Background: an optimization exercise with open tools, aiming at small area, a short achievable clock period and few clock cycles per item. Do not read the settings as production practice.
The RTL was checked by simulation tests, not by an equivalence proof against the original design.

## flow/config.mk

```make
export PLATFORM = sky130hd
export DESIGN_NAME = far_rs_dec
export DESIGN_NICKNAME = far_rs_dec
export VERILOG_FILES = /design/flow/design.v
export SDC_FILE = /design/flow/constraint.sdc
export NUM_CORES = 4
export LEC_CHECK = 0
export CAP_MARGIN = 20
export CORE_MARGIN = 2
export CORE_UTILIZATION = 40
export SLEW_MARGIN = 20
```

## flow/constraint.sdc

```tcl
create_clock -name core_clock -period 56.0 [get_ports {clk}]
set_input_delay 11.2000 -clock core_clock [delete_from_list [all_inputs] [get_ports {clk}]]
set_output_delay 11.2000 -clock core_clock [all_outputs]
set_load 0.01 [all_outputs]
```

## flow/design.v

```verilog
module far_rs_dec (
    input  wire         clk,
    input  wire         rst,
    input  wire         in_valid,
    output wire         in_ready,
    input  wire [159:0] in_cw,
    output reg          out_valid,
    output reg  [127:0] out_data,
    output reg  [1:0]   out_status,
    output reg  [19:0]  out_err_mask
);
    localparam [1:0] ST_CLEAN = 2'd0, ST_ONE = 2'd1, ST_TWO = 2'd2, ST_FAIL = 2'd3;
    function automatic [7:0] gf_mul(input [7:0] a, input [7:0] b);
        integer i;
        reg [7:0] p, x;
        begin
            p = 8'd0;
            x = a;
            for (i = 0; i < 8; i = i + 1) begin
                if (b[i]) p = p ^ x;
                x = {x[6:0], 1'b0} ^ (x[7] ? 8'h1D : 8'h00);
            end
            gf_mul = p;
        end
    endfunction
    function automatic [7:0] gf_alpha(input integer e);
        begin
            case (e % 255)
                  0: gf_alpha = 8'h01;   1: gf_alpha = 8'h02;   2: gf_alpha = 8'h04;   3: gf_alpha = 8'h08;   4: gf_alpha = 8'h10;   5: gf_alpha = 8'h20;   6: gf_alpha = 8'h40;   7: gf_alpha = 8'h80;
                  8: gf_alpha = 8'h1D;   9: gf_alpha = 8'h3A;  10: gf_alpha = 8'h74;  11: gf_alpha = 8'hE8;  12: gf_alpha = 8'hCD;  13: gf_alpha = 8'h87;  14: gf_alpha = 8'h13;  15: gf_alpha = 8'h26;
                 16: gf_alpha = 8'h4C;  17: gf_alpha = 8'h98;  18: gf_alpha = 8'h2D;  19: gf_alpha = 8'h5A;  20: gf_alpha = 8'hB4;  21: gf_alpha = 8'h75;  22: gf_alpha = 8'hEA;  23: gf_alpha = 8'hC9;
                 24: gf_alpha = 8'h8F;  25: gf_alpha = 8'h03;  26: gf_alpha = 8'h06;  27: gf_alpha = 8'h0C;  28: gf_alpha = 8'h18;  29: gf_alpha = 8'h30;  30: gf_alpha = 8'h60;  31: gf_alpha = 8'hC0;
                 32: gf_alpha = 8'h9D;  33: gf_alpha = 8'h27;  34: gf_alpha = 8'h4E;  35: gf_alpha = 8'h9C;  36: gf_alpha = 8'h25;  37: gf_alpha = 8'h4A;  38: gf_alpha = 8'h94;  39: gf_alpha = 8'h35;
                 40: gf_alpha = 8'h6A;  41: gf_alpha = 8'hD4;  42: gf_alpha = 8'hB5;  43: gf_alpha = 8'h77;  44: gf_alpha = 8'hEE;  45: gf_alpha = 8'hC1;  46: gf_alpha = 8'h9F;  47: gf_alpha = 8'h23;
                 48: gf_alpha = 8'h46;  49: gf_alpha = 8'h8C;  50: gf_alpha = 8'h05;  51: gf_alpha = 8'h0A;  52: gf_alpha = 8'h14;  53: gf_alpha = 8'h28;  54: gf_alpha = 8'h50;  55: gf_alpha = 8'hA0;
                 56: gf_alpha = 8'h5D;  57: gf_alpha = 8'hBA;  58: gf_alpha = 8'h69;  59: gf_alpha = 8'hD2;  60: gf_alpha = 8'hB9;  61: gf_alpha = 8'h6F;  62: gf_alpha = 8'hDE;  63: gf_alpha = 8'hA1;
                 64: gf_alpha = 8'h5F;  65: gf_alpha = 8'hBE;  66: gf_alpha = 8'h61;  67: gf_alpha = 8'hC2;  68: gf_alpha = 8'h99;  69: gf_alpha = 8'h2F;  70: gf_alpha = 8'h5E;  71: gf_alpha = 8'hBC;
                 72: gf_alpha = 8'h65;  73: gf_alpha = 8'hCA;  74: gf_alpha = 8'h89;  75: gf_alpha = 8'h0F;  76: gf_alpha = 8'h1E;  77: gf_alpha = 8'h3C;  78: gf_alpha = 8'h78;  79: gf_alpha = 8'hF0;
                 80: gf_alpha = 8'hFD;  81: gf_alpha = 8'hE7;  82: gf_alpha = 8'hD3;  83: gf_alpha = 8'hBB;  84: gf_alpha = 8'h6B;  85: gf_alpha = 8'hD6;  86: gf_alpha = 8'hB1;  87: gf_alpha = 8'h7F;
                 88: gf_alpha = 8'hFE;  89: gf_alpha = 8'hE1;  90: gf_alpha = 8'hDF;  91: gf_alpha = 8'hA3;  92: gf_alpha = 8'h5B;  93: gf_alpha = 8'hB6;  94: gf_alpha = 8'h71;  95: gf_alpha = 8'hE2;
                 96: gf_alpha = 8'hD9;  97: gf_alpha = 8'hAF;  98: gf_alpha = 8'h43;  99: gf_alpha = 8'h86; 100: gf_alpha = 8'h11; 101: gf_alpha = 8'h22; 102: gf_alpha = 8'h44; 103: gf_alpha = 8'h88;
                104: gf_alpha = 8'h0D; 105: gf_alpha = 8'h1A; 106: gf_alpha = 8'h34; 107: gf_alpha = 8'h68; 108: gf_alpha = 8'hD0; 109: gf_alpha = 8'hBD; 110: gf_alpha = 8'h67; 111: gf_alpha = 8'hCE;
                112: gf_alpha = 8'h81; 113: gf_alpha = 8'h1F; 114: gf_alpha = 8'h3E; 115: gf_alpha = 8'h7C; 116: gf_alpha = 8'hF8; 117: gf_alpha = 8'hED; 118: gf_alpha = 8'hC7; 119: gf_alpha = 8'h93;
                120: gf_alpha = 8'h3B; 121: gf_alpha = 8'h76; 122: gf_alpha = 8'hEC; 123: gf_alpha = 8'hC5; 124: gf_alpha = 8'h97; 125: gf_alpha = 8'h33; 126: gf_alpha = 8'h66; 127: gf_alpha = 8'hCC;
                128: gf_alpha = 8'h85; 129: gf_alpha = 8'h17; 130: gf_alpha = 8'h2E; 131: gf_alpha = 8'h5C; 132: gf_alpha = 8'hB8; 133: gf_alpha = 8'h6D; 134: gf_alpha = 8'hDA; 135: gf_alpha = 8'hA9;
                136: gf_alpha = 8'h4F; 137: gf_alpha = 8'h9E; 138: gf_alpha = 8'h21; 139: gf_alpha = 8'h42; 140: gf_alpha = 8'h84; 141: gf_alpha = 8'h15; 142: gf_alpha = 8'h2A; 143: gf_alpha = 8'h54;
                144: gf_alpha = 8'hA8; 145: gf_alpha = 8'h4D; 146: gf_alpha = 8'h9A; 147: gf_alpha = 8'h29; 148: gf_alpha = 8'h52; 149: gf_alpha = 8'hA4; 150: gf_alpha = 8'h55; 151: gf_alpha = 8'hAA;
                152: gf_alpha = 8'h49; 153: gf_alpha = 8'h92; 154: gf_alpha = 8'h39; 155: gf_alpha = 8'h72; 156: gf_alpha = 8'hE4; 157: gf_alpha = 8'hD5; 158: gf_alpha = 8'hB7; 159: gf_alpha = 8'h73;
                160: gf_alpha = 8'hE6; 161: gf_alpha = 8'hD1; 162: gf_alpha = 8'hBF; 163: gf_alpha = 8'h63; 164: gf_alpha = 8'hC6; 165: gf_alpha = 8'h91; 166: gf_alpha = 8'h3F; 167: gf_alpha = 8'h7E;
                168: gf_alpha = 8'hFC; 169: gf_alpha = 8'hE5; 170: gf_alpha = 8'hD7; 171: gf_alpha = 8'hB3; 172: gf_alpha = 8'h7B; 173: gf_alpha = 8'hF6; 174: gf_alpha = 8'hF1; 175: gf_alpha = 8'hFF;
                176: gf_alpha = 8'hE3; 177: gf_alpha = 8'hDB; 178: gf_alpha = 8'hAB; 179: gf_alpha = 8'h4B; 180: gf_alpha = 8'h96; 181: gf_alpha = 8'h31; 182: gf_alpha = 8'h62; 183: gf_alpha = 8'hC4;
                184: gf_alpha = 8'h95; 185: gf_alpha = 8'h37; 186: gf_alpha = 8'h6E; 187: gf_alpha = 8'hDC; 188: gf_alpha = 8'hA5; 189: gf_alpha = 8'h57; 190: gf_alpha = 8'hAE; 191: gf_alpha = 8'h41;
                192: gf_alpha = 8'h82; 193: gf_alpha = 8'h19; 194: gf_alpha = 8'h32; 195: gf_alpha = 8'h64; 196: gf_alpha = 8'hC8; 197: gf_alpha = 8'h8D; 198: gf_alpha = 8'h07; 199: gf_alpha = 8'h0E;
                200: gf_alpha = 8'h1C; 201: gf_alpha = 8'h38; 202: gf_alpha = 8'h70; 203: gf_alpha = 8'hE0; 204: gf_alpha = 8'hDD; 205: gf_alpha = 8'hA7; 206: gf_alpha = 8'h53; 207: gf_alpha = 8'hA6;
                208: gf_alpha = 8'h51; 209: gf_alpha = 8'hA2; 210: gf_alpha = 8'h59; 211: gf_alpha = 8'hB2; 212: gf_alpha = 8'h79; 213: gf_alpha = 8'hF2; 214: gf_alpha = 8'hF9; 215: gf_alpha = 8'hEF;
                216: gf_alpha = 8'hC3; 217: gf_alpha = 8'h9B; 218: gf_alpha = 8'h2B; 219: gf_alpha = 8'h56; 220: gf_alpha = 8'hAC; 221: gf_alpha = 8'h45; 222: gf_alpha = 8'h8A; 223: gf_alpha = 8'h09;
                224: gf_alpha = 8'h12; 225: gf_alpha = 8'h24; 226: gf_alpha = 8'h48; 227: gf_alpha = 8'h90; 228: gf_alpha = 8'h3D; 229: gf_alpha = 8'h7A; 230: gf_alpha = 8'hF4; 231: gf_alpha = 8'hF5;
                232: gf_alpha = 8'hF7; 233: gf_alpha = 8'hF3; 234: gf_alpha = 8'hFB; 235: gf_alpha = 8'hEB; 236: gf_alpha = 8'hCB; 237: gf_alpha = 8'h8B; 238: gf_alpha = 8'h0B; 239: gf_alpha = 8'h16;
                240: gf_alpha = 8'h2C; 241: gf_alpha = 8'h58; 242: gf_alpha = 8'hB0; 243: gf_alpha = 8'h7D; 244: gf_alpha = 8'hFA; 245: gf_alpha = 8'hE9; 246: gf_alpha = 8'hCF; 247: gf_alpha = 8'h83;
                248: gf_alpha = 8'h1B; 249: gf_alpha = 8'h36; 250: gf_alpha = 8'h6C; 251: gf_alpha = 8'hD8; 252: gf_alpha = 8'hAD; 253: gf_alpha = 8'h47; 254: gf_alpha = 8'h8E;
                default: gf_alpha = 8'h00;
            endcase
        end
    endfunction
    function automatic [7:0] gf_inv(input [7:0] x);
        integer i;
        reg [7:0] r;
        begin
            r = x;
            for (i = 0; i < 6; i = i + 1) r = gf_mul(gf_mul(r, r), x);  
            gf_inv = gf_mul(r, r);                                      
        end
    endfunction
    reg         v_q;
    reg [159:0] cw_q;
    assign in_ready = 1'b1;
    always @(posedge clk) begin
        if (rst) v_q <= 1'b0;
        else     v_q <= in_valid;
        if (in_valid) cw_q <= in_cw;
    end
    reg [7:0]   sym [0:19];
    reg [7:0]   s0, s1, s2, s3;
    reg [7:0]   det, piv, piv_inv, l1, l2, l1_inv, ea, eb;
    reg [7:0]   chien, yval;
    reg [19:0]  root;             
    reg [4:0]   nroots;
    reg [1:0]   status;
    reg [159:0] fixed;
    integer     k, p;
    always @(*) begin
        for (k = 0; k < 20; k = k + 1) sym[k] = cw_q[8*k +: 8];
        s0 = 8'd0; s1 = 8'd0; s2 = 8'd0; s3 = 8'd0;
        for (k = 0; k < 20; k = k + 1) begin
            s0 = s0 ^ sym[k];
            s1 = gf_mul(s1, gf_alpha(1)) ^ sym[k];
            s2 = gf_mul(s2, gf_alpha(2)) ^ sym[k];
            s3 = gf_mul(s3, gf_alpha(3)) ^ sym[k];
        end
        det = gf_mul(s1, s1) ^ gf_mul(s0, s2);
        piv = (det != 8'd0) ? det : s0;
        piv_inv = gf_inv(piv);
        if (det != 8'd0) begin
            l1 = gf_mul(gf_mul(s1, s2) ^ gf_mul(s0, s3), piv_inv);
            l2 = gf_mul(gf_mul(s1, s3) ^ gf_mul(s2, s2), piv_inv);
        end else begin
            l1 = gf_mul(s1, piv_inv);
            l2 = 8'd0;
        end
        l1_inv = gf_inv(l1);
        ea = gf_mul(s0, l1_inv);
        eb = gf_mul(s1, l1_inv) ^ s0;
        nroots = 5'd0;
        fixed = cw_q;
        for (k = 0; k < 20; k = k + 1) begin
            p = 19 - k;
            chien = 8'd1 ^ gf_mul(l1, gf_alpha(255 - p)) ^ gf_mul(l2, gf_alpha(510 - 2 * p));
            root[k] = (chien == 8'd0);
            nroots = nroots + {4'd0, root[k]};
            yval = gf_mul(ea, gf_alpha(p)) ^ eb;
            if (root[k]) fixed[8*k +: 8] = sym[k] ^ yval;
        end
        if ({s0, s1, s2, s3} == 32'd0)
            status = ST_CLEAN;
        else if (det != 8'd0)
            status = (nroots == 5'd2) ? ST_TWO : ST_FAIL;
        else if (s0 != 8'd0 && nroots == 5'd1 && s3 == gf_mul(l1, s2))
            status = ST_ONE;
        else
            status = ST_FAIL;
    end
    always @(posedge clk) begin
        if (rst) out_valid <= 1'b0;
        else     out_valid <= v_q;
        out_status <= status;
        if (status == ST_ONE || status == ST_TWO) begin
            out_data     <= fixed[127:0];
            out_err_mask <= root;
        end else begin
            out_data     <= cw_q[127:0];
            out_err_mask <= 20'd0;
        end
    end
endmodule
```

## flow/run.sh

```bash
#!/bin/bash
# synth_recipe.tcl (not shown) runs the flow's synth.tcl, then flattens the netlist and writes it again
# the make line also repeats each setting of config.mk as NAME=value (left out here)
make -C /OpenROAD-flow-scripts/flow DESIGN_CONFIG=/design/flow/config.mk WORK_HOME=/design/flow/orfs CLKGATE_MAP_FILE= SYNTH_SCRIPT=/design/flow/synth_recipe.tcl finish
```

==> notes.md <==
==> layout by cell type (no fill, tap or decap), types with 36 or more instances in the layout <==
master / count
edfxtp_1: 160
o22ai_1: 79
nor2b_1: 46
inv_1: 102
a21oi_1: 263
mux2i_1: 123
ha_1: 42
buf_4: 565
dfxtp_1: 152
xor2_2: 64
nand3_1: 128
a22oi_1: 37
xnor3_1: 260
xor3_1: 43
nand2b_1: 49
xnor2_1: 2058
xnor3_2: 159
xnor2_4: 44
clkdlybuf4s50_1: 312
nor3_1: 133
nor2_1: 1042
nand2_1: 584
xnor2_2: 174
xor2_1: 573
o21ai_0: 147
o21ai_1: 36
and2_1: 40
==> cells by family (layout without fill, tap and decap cells) <==
kind of cell               count (synthesis)  in the layout  share of synthesized area, %
DFF                                      312            312                          10.5
muxes                                    178            178                          2.65
adders and majority gates                 60             60                          1.14
other                                      1              3                       0.00500
buffers and inverters                    732           1083                          7.63
xor gates and xnor gates                3476           3477                          54.1
and+or+nand+nor                         2362           2363                          14.4
AOI/OAI and AO/OA                        996            996                          9.61
==> registers in the layout (all words and copies together) (netlist names) <==
register and flops:
cw_q 160, out_data 128, out_err_mask 20, out_status 2, out_valid 1, v_q 1
==> cell type report <==
type | instances | share of cell area [%]
Antenna cell | 2 | 0.00605
Clock buffer | 40 | 1.01
Clock inverter | 16 | 0.206
Inverter | 139 | 0.694
Multi-Input combinational cell | 7075 | 75.7
Sequential cell | 312 | 9.48
Tap cell | 2480 | 3.75
Timing Repair Buffer | 888 | 9.14
==> how the worst min path moves through the flow <==
stage / depth (start not counted) / slack [ns] / to / startpoint
5_1_grt: 1 / 0.46 / out_valid / v_q
2_1_floorplan: 1 / 0.41 / out_valid / v_q
6_report: 1 / 0.44 / out_valid / v_q
3_5_place_dp: 1 / 0.43 / out_valid / v_q
4_1_cts: 1 / 0.45 / out_valid / v_q
3_3_place_gp: 1 / 0.42 / out_valid / v_q
==> worst max-delay path, delay by kind of cell, from the launching register on <==
kind            cells  cell delay (ns)
flops               1             0.58
buf+inv            26             4.27
fa+ha+maj          13             4.60
compound gates     25             5.63
simple gates       29             7.65
xor+xnor           79            29.30
mux                 8             1.98
==> per-stage QoR <==
stage / util (%) / TNS [ns]
3_3_place_gp: 43.1 / 0
2_1_floorplan: - / 0
6_report: 44.5 / 0
4_1_cts: 43.7 / 0
5_1_grt: 44.5 / -2.02
3_5_place_dp: 43.1 / -33.23
==> what timing repair did <==
item | in CTS | in global routing
pin swaps | 2 | 37
endpoints found under the hold margin | 0 | 0
gates cloned | 1 | 1
resized for setup | 13 | 105
setup endpoints to repair | 102 | 128
buffers inserted | 9 | 98
==> metal layers <==
layer / vias up / track usage [%] / wire, um
li1: 27657 / - / -
met1: 30141 / 38.8 / 118000
met2: 2813 / 44.9 / 126000
met3: 475 / 4.67 / 24900
met4: 6 / 7.66 / 9380
met5: - / 0 / 40
==> summary.txt <==
Detailed routing
  • DRT Pass-1 Iters: 6
  • Final WL: between 200 and 300 mm
  • Initial DRC Count: roughly 6.8k
  • Antenna Nets Post-Route: 0
  • Routed via count: just over 60k
  • Vias/cell: about 5.6
  • Post-DR wirelength/cell: 25.5 um
  • DRC viols: 0

Worst setup path
  • Crit path launch: cw_q[23]
  • CP max-delay cell: xnor2_4
  • Critical Path AT: between 50 and 60 ns
  • R2R Path End: out_data[127]
  • FF-to-FF Start: cw_q[23]
  • Cells on worst reg2reg path: 180
  • Req. time, crit path: between 50 and 60 ns
  • Critical Path Start Type: flop
  • CP Capture Point: out_data[127]
  • Worst-path maximum fanout: 23
  • Slowest cell delay on critical path: approximately 0.88 ns
  • Critical Path Sink Type: flop
  • R2R setup slack: between 1.5 and 2 ns
  • Crit Path Class: reg -> reg
  • Critical path's most frequent cell: xnor3_2

Clock tree
  • Hold-fix buffers, CTS: 0
  • H-tree levels: 1
  • CTS tree: yes
  • Root buffer cell: clkbuf_16
  • Clock Tree Buf Depth: 3
  • Worst-path clk slew: roughly 0.070 ns
  • Sink Count: 312
  • Worst-Skew Late Latency: 0.61 ns
  • Clock buffer count from CTS: 30

Synthesis
  • Mapped Avg Cell Area: about 9.2 um^2
  • Synth top area share: between 20% and 30%
  • Synth cell types: between 150 and 200
  • Register area share after synthesis: about a tenth
  • Number of synthesized flops with an enable pin: 160
  • Mapped Cells: 8,117
  • Largest cells by area after synthesis: xnor2_1 (25%), xnor3_1 (8.1%), xor2_1 (6.9%)
  • Synth top cells by count: xnor2_1 (2,105), nor2_1 (1,048), xor2_1 (594), nand2_1 (585), xnor3_1 (271)
  • Top cell type by total area after synthesis: xnor2_1
  • Synth warn: 2
  • Top FF cell, synth: edfxtp_1
  • Synthesized flop and latch total: ~310
  • FFs w/ async S/R, synth: 0%
  • Synthesized Nets: 8,340
  • Syn Std Cell Area: 0.0750 mm^2
  • Top-count cell post-synth: xnor2_1

Timing
  • Setup Skew: approximately 0.038 ns
  • Setup violations, final: 0
  • Pins Over Slew Limit: 0
  • Final WS setup: 1.76 ns
  • Final hold slack: 0.444 ns
  • Period utilization: 96.9%
  • Hold Violations, Final: 0
  • Slew @ Worst Pin: between 1 and 1.5 ns
  • Fmax: 18.4 MHz
  • Tmin final: approximately 54 ns
  • Worst rel slew slack: between 15 and 20%

Global routing
  • Gr ovfl total: 0
  • Largest net degree at the start of global routing: 95
  • Vias in the first global route: 58.4k
  • Initial antenna violation count: 5
  • Total track usage: approximately 28%
  • First-pass GRT wire length: slightly above 400 mm

Floorplanning
  • Starting Density: just over 40%
  • Core Rows: 158
  • CORE AREA: approximately 0.19 mm^2
  • Ports: around 320
  • Die Span Y: ~440 um
  • Die Area: 0.191 mm^2
  • Die width: roughly 440 um

Status
  • Run status: timing/DRC/antenna clean

Cells and area
  • Non-filler instance count after layout: between 10k and 15k
  • Multi-input logic area: 0.0626 mm^2
  • Final Cell Area: just over 0.08 mm^2
  • Flip-flop and latch area: ~0.008 mm^2
  • Area growth syn-to-layout: 10.3%
  • # fillers: 18.1k
  • Nets@finish: roughly 8.7k
  • Share of cells above drive strength 1: between 10% and 20%

Placed design
  • Setup WS pre-CTS: -0.839 ns
  • DP Cell Count: 10.8k
  • Routability Congestion: 1.01
  • HPWL Detailed: roughly 210 mm
  • Port Buf Inserts: approximately 310
  • Post-Place Cell Area: roughly 0.08 mm^2

Job
  • Number of max-cap violations: 0

Worst hold path
  • HP Class: reg -> reg
Testbench counts, summed over its fixed seeds: cycles 16,016, items 16,000.

## port drivers added, routing unchanged
The results above use ideal ports. As a check the final layout listed here was re-extracted and re-timed, cells and wires unchanged.
Step 1, drivers: a clkbuf_16 drives clk and a buf_2 each remaining input, both assumed.
Step 2 moves the port delays by t, midway between the first and last clock arrival at a register: inputs arrive t later, outputs are due t later. That takes back most of the time a late clock gives input paths.
Three values: ideal, step 1, step 2; two values: the first two.
shift t [ns]: 0.653
setup WS [ns]: 1.757 / 1.757 / 1.757
worst data-port slew with drivers (ns): 0.13
After both steps setup and hold are still met in this run. For this run, drivers alone change the setup slack by 0.000 ns; drivers and shift together by 0.000 ns.
